This is an optimization exercise on Yosys and OpenROAD, whose aim is small area, a short achievable clock period and few clock cycles per item, not a production implementation.
At most, simulation tests tie the RTL to the original design; equivalence was not proved.

==> flow/design.v (excerpt) <==
module aes_dp (
  input  wire         clk,
  input  wire         rst,         
  input  wire         in_valid,
  output wire         in_ready,
  input  wire [1:0]   in_op,       
  input  wire         in_key256,   
  input  wire [255:0] in_key,
  input  wire [127:0] in_data,
  output reg          out_valid,
  output wire [127:0] out_data
);
Size in the first run: about 11,000 cells after synthesis, roughly 1,100 flip-flops, ~520 I/O pins, ~96,000 µm² of cells after synthesis.
clock: 12.0 ns
lec_check: 0
cap_margin: 20
core_margin: 2
core_utilization: 55
place_density: 0.65
slew_margin: 40
standard.sh (not shown) runs the stock make flow with config.mk's settings and CLKGATE_MAP_FILE= SYNTH_SCRIPT=/design/flow/synth_recipe.tcl, a recipe that flattens the netlist after the stock synthesis.
==> flow/flow/run.sh <==
#!/bin/bash
# The standard layout (the standard.sh: standard synthesis, floorplan,
# placement, CTS, routing) with two changes to how it is made:
# - repair_timing is asked to keep a larger setup margin, so that it sizes
#   and buffers the longest paths further;
# - the buffer that every input and output port gets is a buf_1 rather than
#   the cell buffer_ports picks by default (a delay buffer).
set -euo pipefail
bash standard.sh SETUP_SLACK_MARGIN=7.4 "BUFFER_PORTS_ARGS=-buffer_cell sky130_fd_sc_hd__buf_1" finish > standard.log 2>&1
The starting point went through all stages and came out clean.
Testbench counts at the start, summed over its fixed seeds: cycles 22,591, blocks 1,732.
Next try:
--- a/flow/config.mk
+++ b/flow/config.mk
@@ -10,2 +10,4 @@
 export CORE_UTILIZATION = 55
+export CTS_CLUSTER_DIAMETER = 80
+export CTS_CLUSTER_SIZE = 30
 export PLACE_DENSITY = 0.65
The new run passed the timing, DRC and antenna checks.
Die area stays the same.
Worst hold slack gains 0.011 ns.
Cell count falls slightly.
Routed wire length is lower slightly.
Count of clock-buffer cells in the layout goes down by 92.
Design area went down slightly.
Next try:
--- a/flow/flow/run.sh
+++ b/flow/flow/run.sh
@@ -8,2 +8,2 @@
 set -euo pipefail
-bash standard.sh SETUP_SLACK_MARGIN=7.4 "BUFFER_PORTS_ARGS=-buffer_cell sky130_fd_sc_hd__buf_1" finish > standard.log 2>&1
+bash standard.sh SETUP_SLACK_MARGIN=7.5 "BUFFER_PORTS_ARGS=-buffer_cell sky130_fd_sc_hd__buf_1" finish > standard.log 2>&1
--- a/flow/config.mk
+++ b/flow/config.mk
@@ -9,6 +9,4 @@
 export CORE_MARGIN = 2
-export CORE_UTILIZATION = 55
-export CTS_CLUSTER_DIAMETER = 80
-export CTS_CLUSTER_SIZE = 30
-export PLACE_DENSITY = 0.65
+export CORE_UTILIZATION = 50
+export PLACE_DENSITY = 0.6
 export SLEW_MARGIN = 40
The changed run finished with timing, DRC and antenna clean. Via count increases by 1.2%. Clock skew drops by 0.027 ns. Die area went up by about 10%. First-iteration DRC count goes down by 5.3%. Worst setup slack improved by 0.11 ns. Maximum frequency rose by 2.3%.

## run A
aes_dp, a different RTL version from the one above (not shown whole).
For scale: roughly 12000 cells after synthesis, ~1200 flip-flops, roughly 520 I/O pins, ~100000 um^2 of cells after synthesis.
==> flow/config.mk <==
export PLATFORM = sky130hd
export DESIGN_NAME = aes_dp
export DESIGN_NICKNAME = aes_dp
export VERILOG_FILES = /design/flow/design.v
export SDC_FILE = /design/flow/constraint.sdc
export NUM_CORES = 8
export LEC_CHECK = 0
export CAP_MARGIN = 20
export CORE_MARGIN = 2
export CORE_UTILIZATION = 50
export PLACE_DENSITY = 0.6
export SLEW_MARGIN = 40
export TNS_END_PERCENT = 0
==> flow/constraint.sdc <==
create_clock -name core_clock -period 12.0 [get_ports {clk}]
set_input_delay 2.4000 -clock core_clock [delete_from_list [all_inputs] [get_ports {clk}]]
set_output_delay 2.4000 -clock core_clock [all_outputs]
set_load 0.01 [all_outputs]
==> flow/flow/run.sh <==
#!/bin/bash
# The standard layout (the standard.sh: standard synthesis, floorplan,
# placement, CTS, routing) with two changes to how it is made:
# - repair_timing is asked to keep a larger setup margin, so that it sizes
#   and buffers the longest paths further;
# - the buffer that every input and output port gets is a buf_2 rather than
#   the cell buffer_ports picks by default (a delay buffer).
set -euo pipefail
bash standard.sh SETUP_SLACK_MARGIN=7.5 "BUFFER_PORTS_ARGS=-buffer_cell sky130_fd_sc_hd__buf_2" finish > standard.log 2>&1
Run A ran to completion and came out clean on the timing, DRC and antenna checks.
Testbench counts of run A, summed over its fixed seeds: cycles 22,591, blocks 1,732.
Input changes introduced in run B (baseline for comparison: run A):
- SLEW_MARGIN changed from 40 to 20
- TNS_END_PERCENT removed (was 0)
Results
- Run A finished end to end and its layout was clean on timing, DRC and antenna.
- The flow for run B finished, though final verification flagged slew limit.
- Comparing the two runs side by side, run B comes out ahead of run A on worst setup slack.
- Compared with run A, in run B post-placement worst setup slack now larger; number of stages on the worst hold path comparable.
Input changes introduced in run C (baseline for comparison: run B):
- changing SLEW_MARGIN from 20 to 40
[summary]
Run C finished all stages; the layout is clean.
Changes observed in run C relative to run B: routing usage on met2 went down by 0.85 points, final net count has remained practically unchanged, worst setup timing slack at the placement stage climbed 0.19 ns.
Across both runs, post-detailed-routing wire length was lower for run C than for run B.
As far as core utilization is concerned, run C and run B perform about the same.
Run B -> run C: final design area excluding fillers flat
Comparing run C with run B, the sequential share of cell area came out essentially unchanged.
Diff run C..run B | slack of the worst reg-to-reg path | negligible
Arrival time of the worst setup path: run C > run B
Inputs modified between run C and run D:
- an added GPL_TIMING_DRIVEN of 1
### Flow results
Comparing run C against run D, there is no change at all in number of detailed-route iterations in the first pass. Reported for run D and run C, number of buffers created by CTS turned out identical to the last digit. Summary of run D over run C: total number of sequential cells barely changed; core utilization barely changed. Diff run C..run D | post-synth design cell area | unchanged.
Input changes introduced in run E (baseline for comparison: run D):
- SLEW_MARGIN changed from 40 to 20
- GPL_TIMING_DRIVEN removed (was 1)
==> flow/flow/run.sh <==
#!/bin/bash
# The standard layout (the standard.sh: standard synthesis, floorplan,
# placement, CTS, routing) with repair_timing asked to keep a larger setup
# margin, so that it sizes and buffers the longest paths further.
set -euo pipefail
bash standard.sh SETUP_SLACK_MARGIN=7.5 finish > standard.log 2>&1
## What came out
Run E and run D ended up with nearly the same cell count.
From run D to run E the numbers moved as follows: register-to-register setup slack barely changed, via count of the first global-routing pass has increased.
The utilization number comes out lower for run D vs run E.
> inputs changed (run E -> run F)
- SLEW_MARGIN: 20 -> 40
==> flow/flow/run.sh <==
#!/bin/bash
# The standard layout (the standard.sh: standard synthesis, floorplan,
# placement, CTS, routing) with two changes to how it is made:
# - repair_timing is asked to keep a larger setup margin, so that it sizes
#   and buffers the longest paths further;
# - the buffer that every input and output port gets is a buf_1 rather than
#   the cell buffer_ports picks by default (a delay buffer).
set -euo pipefail
bash standard.sh SETUP_SLACK_MARGIN=7.5 "BUFFER_PORTS_ARGS=-buffer_cell sky130_fd_sc_hd__buf_1" finish > standard.log 2>&1
Notes after the runs:
- Compared to run E, run F shows a narrower setup margin.
- Looking at cell area, run F sits about 2.2% below run E.
- In the flow results for run F and run E, the post-route met1 wirelength is larger on run F.
- Diff run E -> run F: number of vias per cell went down, number of multi-input logic gates did not really move.

aes_dp, a different RTL version from the one above (not shown whole).
Size in the first run: ~11000 cells after synthesis, about 1200 flip-flops, roughly 100000 µm² of cells after synthesis.
clock: 12.0 ns
lec_check: 0
cap_margin: 20
core_margin: 2
core_utilization: 50
place_density: 0.6
slew_margin: 20
==> flow/flow/run.sh <==
#!/bin/bash
# The standard layout (the standard.sh: standard synthesis, floorplan,
# placement, CTS, routing) with repair_timing asked to keep a larger setup
# margin, so that it sizes and buffers the longest paths further.
set -euo pipefail
bash standard.sh SETUP_SLACK_MARGIN=8.0 finish > standard.log 2>&1
The baseline produced a clean layout.
Testbench counts at the start, summed over its fixed seeds: cycles 24,681, blocks 1,732.
Then changed:
==> flow/run.sh (new file) <==
#!/bin/bash
# synth_recipe.tcl (not shown) runs the flow's synth.tcl, then flattens the netlist and writes it again
# the make line also repeats each setting of config.mk as NAME=value (left out here)
make -C /OpenROAD-flow-scripts/flow DESIGN_CONFIG=/design/flow/config.mk WORK_HOME=/design/flow/orfs CLKGATE_MAP_FILE= SYNTH_SCRIPT=/design/flow/synth_recipe.tcl finish
removed: flow/flow/run.sh
removed: flow/standard.sh
Core utilization drops by 10 points.
Via count drops by a few percent.
Cell area drops by about a fifth.
Cell count drops by a few percent.
Then changed:
==> flow/flow/run.sh (new file) <==
#!/bin/bash
# The standard layout (the standard.sh: standard synthesis, floorplan,
# placement, CTS, routing) with repair_timing asked to keep a larger setup
# margin, so that it sizes and buffers the longest paths further.
set -euo pipefail
bash standard.sh SETUP_SLACK_MARGIN=7.0 finish > standard.log 2>&1
==> flow/standard.sh (new file) <==
#!/bin/bash
# synth_recipe.tcl (not shown) runs the flow's synth.tcl, then flattens the netlist and writes it again
# the make line also repeats each setting of config.mk as NAME=value (left out here)
make -C /OpenROAD-flow-scripts/flow DESIGN_CONFIG=/design/flow/config.mk WORK_HOME=/design/flow/orfs CLKGATE_MAP_FILE= SYNTH_SCRIPT=/design/flow/synth_recipe.tcl "${@:-finish}"
removed: flow/run.sh
=> Maximum frequency goes up by about a fifth. Register-to-register slack improves by 1.1 ns. Sequential share of layout area went down by 0.42 points. Via count hardly moves. Wire length went down slightly. Worst setup slack is better by 1.1 ns.
Then changed:
--- a/flow/flow/run.sh
+++ b/flow/flow/run.sh
@@ -5,2 +5,2 @@
 set -euo pipefail
-bash standard.sh SETUP_SLACK_MARGIN=7.0 finish > standard.log 2>&1
+bash standard.sh SETUP_SLACK_MARGIN=7.5 finish > standard.log 2>&1
After rerunning: Sequential share of layout area fell by 0.78 points. Flip-flop and latch count is unchanged. Cell count increases by about 1.3%. Critical path depth does not change. Synthesized area stays the same.

aes_dp with an RTL version that a note above also has.
Size: about 11,000 cells after synthesis, roughly 520 I/O pins, roughly 96,000 sq um of cells after synthesis.
==> flow/design.v (excerpt) <==
module aes_dp (
  input  wire         clk,
  input  wire         rst,         
  input  wire         in_valid,
  output wire         in_ready,
  input  wire [1:0]   in_op,       
  input  wire         in_key256,   
  input  wire [255:0] in_key,
  input  wire [127:0] in_data,
  output reg          out_valid,
  output wire [127:0] out_data
);
export LEC_CHECK = 0
export CAP_MARGIN = 20
export CORE_MARGIN = 2
export CORE_UTILIZATION = 50
export CTS_CLUSTER_DIAMETER = 80
export CTS_CLUSTER_SIZE = 30
export PLACE_DENSITY = 0.6
export SLEW_MARGIN = 40
create_clock -name core_clock -period 12.0 [get_ports {clk}]
==> flow/flow/run.sh <==
#!/bin/bash
# The standard layout (the standard.sh: standard synthesis, floorplan,
# placement, CTS, routing) with two changes to how it is made:
# - repair_timing is asked to keep a larger setup margin, so that it sizes
#   and buffers the longest paths further;
# - the buffer that every input and output port gets is a buf_1 rather than
#   the cell buffer_ports picks by default (a delay buffer).
set -euo pipefail
bash standard.sh SETUP_SLACK_MARGIN=7.5 "BUFFER_PORTS_ARGS=-buffer_cell sky130_fd_sc_hd__buf_1" finish > standard.log 2>&1
Testbench counts at the start, summed over its fixed seeds: cycles 22,591, blocks 1,732.
Change:
==> flow/flow/run.sh (replaced) <==
#!/bin/bash
# The standard layout (the standard.sh: standard synthesis, floorplan,
# placement, CTS, routing) with three changes to how it is made:
# - the buffers synthesis inserted are removed before placement (the
#   resizer buffers the design itself);
# - repair_timing is asked to keep a larger setup margin, so that it sizes
#   and buffers the longest paths further;
# - the buffer that every input and output port gets is a buf_1 rather than
#   the cell buffer_ports picks by default (a delay buffer).
set -euo pipefail
bash standard.sh SETUP_SLACK_MARGIN=7.4 REMOVE_ABC_BUFFERS=1 "BUFFER_PORTS_ARGS=-buffer_cell sky130_fd_sc_hd__buf_1" finish > standard.log 2>&1
Settings changed: CORE_UTILIZATION 50 to 55, PLACE_DENSITY 0.6 to 0.65.
Outcome:
- The new run produced a clean layout
- area after synthesis stays the same
- routed wire length went down by a few percent
- die area went down by roughly a tenth
- critical path depth went up by 1
- maximum frequency went down by a few percent
Change:
==> flow/flow/run.sh (replaced) <==
#!/bin/bash
# The standard layout (the standard.sh: standard synthesis, floorplan,
# placement, CTS, routing) with two changes to how it is made:
# - repair_timing is asked to keep a larger setup margin, so that it sizes
#   and buffers the longest paths further;
# - the buffer that every input and output port gets is a buf_1 rather than
#   the cell buffer_ports picks by default (a delay buffer).
set -euo pipefail
bash standard.sh SETUP_SLACK_MARGIN=7.3 "BUFFER_PORTS_ARGS=-buffer_cell sky130_fd_sc_hd__buf_1" finish > standard.log 2>&1
After rerunning: Critical path depth goes down by 2. Sequential share of layout area rises by 0.62 points. Area after synthesis is unchanged. Setup slack gets worse by 37 ps. Non-clock buffer count came out lower by 120.
Change:
--- a/flow/flow/run.sh
+++ b/flow/flow/run.sh
@@ -7,3 +7,3 @@
 #   the cell buffer_ports picks by default (a delay buffer).
 set -euo pipefail
-bash standard.sh SETUP_SLACK_MARGIN=7.3 "BUFFER_PORTS_ARGS=-buffer_cell sky130_fd_sc_hd__buf_1" finish > standard.log 2>&1
+bash standard.sh SETUP_SLACK_MARGIN=7.4 "BUFFER_PORTS_ARGS=-buffer_cell sky130_fd_sc_hd__buf_1" finish > standard.log 2>&1
Settings changed: CORE_UTILIZATION 55 to 50, PLACE_DENSITY 0.65 to 0.6.
What happened: The changed run finished clean. Routed wire length went up slightly. Core utilization goes down by 4.4 points.
Change:
--- a/flow/flow/run.sh
+++ b/flow/flow/run.sh
@@ -7,3 +7,3 @@
 #   the cell buffer_ports picks by default (a delay buffer).
 set -euo pipefail
-bash standard.sh SETUP_SLACK_MARGIN=7.4 "BUFFER_PORTS_ARGS=-buffer_cell sky130_fd_sc_hd__buf_1" finish > standard.log 2>&1
+bash standard.sh SETUP_SLACK_MARGIN=7.5 "BUFFER_PORTS_ARGS=-buffer_cell sky130_fd_sc_hd__buf_1" finish > standard.log 2>&1
Settings changed: CTS_CLUSTER_DIAMETER 80 to 70, CTS_CLUSTER_SIZE 30 to 35.
The new run finished with timing, DRC and antenna clean.
Hold slack got worse by 9.7 ps.
Sequential share of layout area fell by 0.43 points.
Count of clock-buffer cells in the layout rose by 20.
Worst setup slack improved by 83 ps.
Synthesized area stays the same.
Utilization rose by 1.3 points.
Register-to-register slack improved by 80 ps.
Critical path depth rose by 1.
Global-route usage rose by 0.28 points.
Wire length rose by 1.4%.

rev 12:
aes_dp, a different RTL version from the one above (not shown whole).
Size: roughly 11000 cells after synthesis, about 1200 flip-flops, about 520 I/O pins.
Settings: LEC_CHECK=0, CAP_MARGIN=20, CORE_MARGIN=2, CORE_UTILIZATION=50, PLACE_DENSITY=0.6, SLEW_MARGIN=20; clock period 12.0 ns.
==> flow/flow/run.sh <==
#!/bin/bash
# The standard layout (the standard.sh: standard synthesis, floorplan,
# placement, CTS, routing) with repair_timing asked to keep a larger setup
# margin, so that it sizes and buffers the longest paths further.
set -euo pipefail
bash standard.sh SETUP_SLACK_MARGIN=7.5 finish > standard.log 2>&1
The following lists how rev 13 was set up differently from rev 12:
Settings: CORE_UTILIZATION changed from 50 to 65; PLACE_DENSITY changed from 0.6 to 0.72.
[summary]
Compared with rev 12, in rev 13 arrival time at the worst endpoint saw a decrease; register-to-register slack held steady; starting utilization of the core area +15 points. Final worst-path setup slack (lower): rev 13. Max layout overhead on the synthesized area across rev 13 and rev 12: rev 12. Rev 13 vs rev 12 on count of antenna diodes in the layout: rev 13 is the lower one. After synthesis and placement, the instance count of rev 13 is below that of rev 12. Cmp rev 13 and rev 12 / met3 global-route usage / lower: rev 12. Final hold slack | rev 13 below rev 12.
No functional check of the RTL was part of any run of this note.

Another version of the RTL of aes_dp (not shown whole).
For scale: about 1,100 flip-flops, about 520 I/O pins, ~98,000 um^2 of cells after synthesis.
Settings: LEC_CHECK=0, CAP_MARGIN=20, CORE_MARGIN=2, CORE_UTILIZATION=55, CTS_CLUSTER_DIAMETER=80, CTS_CLUSTER_SIZE=30, PLACE_DENSITY=0.65, SLEW_MARGIN=40; clock period 12.0 ns.
==> flow/flow/run.sh <==
#!/bin/bash
# The standard layout (the standard.sh: standard synthesis, floorplan,
# placement, CTS, routing) with two changes to how it is made:
# - repair_timing is asked to keep a larger setup margin, so that it sizes
#   and buffers the longest paths further;
# - the buffer that every input and output port gets is a buf_1 rather than
#   the cell buffer_ports picks by default (a delay buffer).
set -euo pipefail
bash standard.sh SETUP_SLACK_MARGIN=7.4 "BUFFER_PORTS_ARGS=-buffer_cell sky130_fd_sc_hd__buf_1" finish > standard.log 2>&1
The baseline ran to the end with no violations.
Change:
- PLACE_DENSITY: 0.65 -> 0.6
The new run passed the timing, DRC and antenna checks; routed wire length went down slightly; utilization goes down by 0.52 points; sequential cell count does not change; synthesized area is unchanged; cell count fell slightly; maximum frequency is about the same; synthesized cell count is unchanged; worst setup slack got worse by 0.0047 ns.
No run of this note included a check of the RTL's function; only the layout flow was run.

what the ideal ports hide:
The results above use ideal ports. As a check the final layouts listed here were re-extracted and re-timed, cells and wires unchanged. Step 1 assumes that a clkbuf_16 drives the clock port and a buf_2 every other input. Step 2 times the ports against the registers' clock, not the clock port: input delays grow and output delays shrink by t, the midpoint of the rising clock arrivals with the driver on. Slacks: no drivers / after step 1 / after step 2; pairs: no drivers / after step 1.
| run | t (ns) | slack for setup (ns) | worst setup path at the end |
|---|---|---|---|
| the first run of note 1 | 0.907 | 7.311 / 7.311 / 6.705 | input to register |
| the second run of note 1 | 0.853 | 7.297 / 7.297 / 6.825 | input to register |
| the third run of note 1 | 0.919 | 7.403 / 7.403 / 6.807 | input to register |
| run A | 0.932 | 7.355 / 7.355 / 6.924 | input to register |
| run B | 0.917 | 7.482 / 7.482 / 6.770 | input to register |
| run C | 0.919 | 7.493 / 7.493 / 6.739 | input to register |
| run D | 0.919 | 7.493 / 7.493 / 6.739 | input to register |
| run E | 0.917 | 7.502 / 7.409 / 6.721 | input to register |
| run F | 0.926 | 7.416 / 7.416 / 6.893 | input to register |
| the first run of note 3 | 0.928 | 7.788 / 7.788 / 7.205 | input to register |
| the second run of note 3 | 0.919 | 5.950 / 5.950 / 5.948 | input to register |
| the third run of note 3 | 0.923 | 7.032 / 7.032 / 6.229 | input to register |
| the fourth run of note 3 | 0.946 | 7.437 / 7.437 / 6.725 | input to register |
| the first run of note 4 | 0.883 | 7.326 / 7.326 / 6.791 | input to register |
| the second run of note 4 | 0.875 | 7.228 / 7.228 / 6.662 | input to register |
| the third run of note 4 | 0.876 | 7.191 / 7.191 / 6.670 | input to register |
| the fourth run of note 4 | 0.904 | 7.309 / 7.309 / 6.838 | input to register |
| the fifth run of note 4 | 0.887 | 7.392 / 7.392 / 6.767 | input to register |
| rev 12 | 0.920 | 7.348 / 7.348 / 6.732 | input to register |
| rev 13 | 0.887 | 7.342 / 7.342 / 6.666 | input to register |
| the first run of note 6 | 0.855 | 7.358 / 7.358 / 6.777 | input to register |
| the second run of note 6 | 0.861 | 7.353 / 7.353 / 6.679 | input to register |
For the third run of note 3, which loses most, drivers alone change the setup slack by 0.000 ns; drivers and shift together by -0.803 ns.
